This is an optimization exercise on Yosys and OpenROAD, whose aim is small area, a short achievable clock period and few clock cycles, not a production implementation. Only simulation tests tie the RTL to the original design; equivalence was not proved.

## dec_unit
module dec_unit (
    input  wire         clk,
    input  wire         rst,
    input  wire         start,
    input  wire [2:0]   op,
    input  wire [4:0]   n,
    input  wire [127:0] kd,
    input  wire [127:0] ks,
    input  wire [63:0]  ds,
    output reg          ready,
    output reg          done,
    output reg  [127:0] k_out,
    output reg  [63:0]  d_out,
    output reg          flag_n,
    output reg          flag_z,
    output reg          flag_v,
    output reg          exc
);
    localparam [2:0] OP_DADD = 3'd0,
                     OP_DSUB = 3'd1,
                     OP_DCMP = 3'd2,
                     OP_DSHL = 3'd3,
                     OP_DSHR = 3'd4,
                     OP_CVBD = 3'd5,
                     OP_CVDB = 3'd6;
    localparam [3:0] SIGN_PLUS  = 4'hC,
                     SIGN_MINUS = 4'hD;
    localparam integer SB = 15, PB = 64 - 4 * SB;
    reg         v1;        
    reg [4:0]   rot_r;     
    reg         is_sh_r, is_shl_r, is_cmp_r;
    reg [2:0]   eff_sub_r;  
    reg [127:0] a_r;
    reg [127:0] b_r;       
    reg         b_sok;     
    reg [63:0]  d_r;
    reg       first;       
    reg       it_bd;       
    reg       it_db;       
    reg [1:0] cnt;         
    reg       b_negr;      
    reg       d_negr;      
    reg       cv_hz;       
  ...
Size: roughly 540 flip-flops, roughly 530 I/O pins.
==> flow/config.mk <==
export PLATFORM = sky130hd
export DESIGN_NAME = dec_unit
export DESIGN_NICKNAME = dec_unit
export VERILOG_FILES = /design/flow/design.v
export SDC_FILE = /design/flow/constraint.sdc
export NUM_CORES = 4
export LEC_CHECK = 0
export ABC_AREA = 1
export CAP_MARGIN = 20
export CORE_MARGIN = 2
export CORE_UTILIZATION = 50
export PLACE_DENSITY = 0.65
export SLEW_MARGIN = 20
==> flow/constraint.sdc <==
create_clock -name core_clock -period 55.0 [get_ports {clk}]
set_input_delay 11.0000 -clock core_clock [delete_from_list [all_inputs] [get_ports {clk}]]
set_output_delay 11.0000 -clock core_clock [all_outputs]
set_load 0.01 [all_outputs]
run.sh (not shown) runs the stock make flow with config.mk's settings and CLKGATE_MAP_FILE= SYNTH_SCRIPT=/design/flow/synth_recipe.tcl, a recipe that flattens the netlist after the stock synthesis.
Testbench counts at the start, summed over its fixed seeds: cycles 19,477.
==> next run, changes <==
--- a/flow/design.v
+++ b/flow/design.v
@@ -102,16 +102,15 @@
             dd_bcd = dd_step(dd_bcd, dd_bin[63]) & dd_mask(s);
             dd_bin = {dd_bin[62:0], 1'b0};
         end
     end
     wire [63:0] acc    = first ? 64'd0 : d_r;
     wire [63:0] db_next;
     wire        db_zero;
-    horner8 u_h (.acc(acc), .dig(b_r[127:96]), .neg(b_negr), .out(db_next));
-    assign db_zero = (db_next == 64'd0);
+    horner8 u_h (.acc(acc), .dig(b_r[127:96]), .neg(b_negr), .out(db_next), .zero(db_zero));
     wire        db_ovf  = cv_hz || (b_negr ? (!db_next[63] && !db_zero) : db_next[63]);
     wire op_cv = (op == OP_CVBD) || (op == OP_CVDB);
     always @(posedge clk) begin
         if (rst) begin
             v1    <= 1'b0;
             first <= 1'b0;
             it_bd <= 1'b0;
@@ -343,15 +342,16 @@
     end
     assign s = p ^ c;
 endmodule
 module horner8 (
     input  wire [63:0] acc,
     input  wire [31:0] dig,
     input  wire        neg,
-    output wire [63:0] out
+    output wire [63:0] out,
+    output wire        zero
 );
     wire [31:0] xn = dig ^ {32{neg}};
     wire t1 = xn[1] ^ xn[4] ^ neg;
     wire t2 = (xn[1] & xn[4]) | (xn[1] & neg) | (xn[4] & neg);
     wire t3 = xn[2] ^ xn[5] ^ xn[8];
     wire t4 = (xn[2] & xn[5]) | (xn[2] & xn[8]) | (xn[5] & xn[8]);
     wire t5 = xn[3] ^ xn[6] ^ xn[4];
@@ -1032,8 +1032,9 @@
     wire t685 = t680 ^ t546 ^ t547;
     wire t686 = (t680 & t546) | (t680 & t547) | (t546 & t547);
     wire t687 = t682 ^ t558 ^ t559;
     wire t688 = (t682 & t558) | (t682 & t559) | (t558 & t559);
     wire [63:0] r0 = {t652, t650, t648, t646, t644, t642, t640, t638, t636, t634, t632, t630, t628, t626, t624, t622, t620, t618, t616, t614, t612, t610, t608, t606, t604, t602, t600, t598, t596, t594, t592, t590, t588, t586, t584, t672, t684, t683, t677, t669, t574, t572, t570, t568, t566, t668, t666, t664, t688, t687, t681, t675, t660, t658, t686, t685, t679, t673, t655, t543, t423, t267, t1, xn[0]};
     wire [63:0] r1 = {t653, t651, t649, t647, t645, t643, t641, t639, t637, t635, t633, t631, t629, t627, t625, t623, t621, t619, t617, t615, t613, t611, t609, t607, t605, t603, t601, t599, t597, t595, t593, t591, t589, t587, t585, t583, t671, 1'b0, 1'b0, 1'b0, t575, t573, t571, t569, t567, t565, t667, t665, t663, 1'b0, 1'b0, 1'b0, t661, t659, t657, 1'b0, 1'b0, 1'b0, 1'b0, 1'b0, 1'b0, 1'b0, 1'b0, neg};
     add64 u_add (.x(r0), .y(r1), .ci(1'b0), .s(out));
+    assign zero = ((r0 ^ r1) == {r0[62:0] | r1[62:0], 1'b0});
 endmodule
Effect:
- final area increases slightly
- first-iteration DRC count decreases by roughly a tenth
- global-route usage decreases by 3.6 points
- register-to-register slack gets better by 2000 ps
- worst hold slack gets better by 34 ps
- via count decreases slightly
- sequential cell count is unchanged
- maximum frequency increases by a little under a tenth
- synthesized area increases by a few percent
- utilization decreases by 0.66 points
Testbench counts after the change, summed over its fixed seeds: cycles 19,477.

re-timing with driven ports:
The flow's constraints put no driver on any port. The routed layouts listed below were extracted and timed again, unchanged, in two steps.
Step 1 assumes that a clkbuf_16 drives the clock port and a buf_2 every other input.
Step 2 adds t to the input delays and takes it off the output delays; t is the mean of the earliest and latest rising clock arrival at the registers after step 1. Input paths then give back, and output paths get back, about the clock's delay inside the block.
a / b / c = ideal / step 1 / step 2; a / b = the first two.
run | t (ns) | setup slack, ns | hold WS [ns] | slew at the worst register clock pin (ns) | cell pins on the clock port's net
the first run | 0.793 | 41.208 / 41.208 / 41.208 | 0.395 / 0.395 / 0.395 | 0.08 / 0.08 | 1
the second run | 0.779 | 42.207 / 42.122 / 42.228 | 0.429 / 0.429 / 0.429 | 0.08 / 0.08 | 1
After both steps every run listed still meets setup and hold.
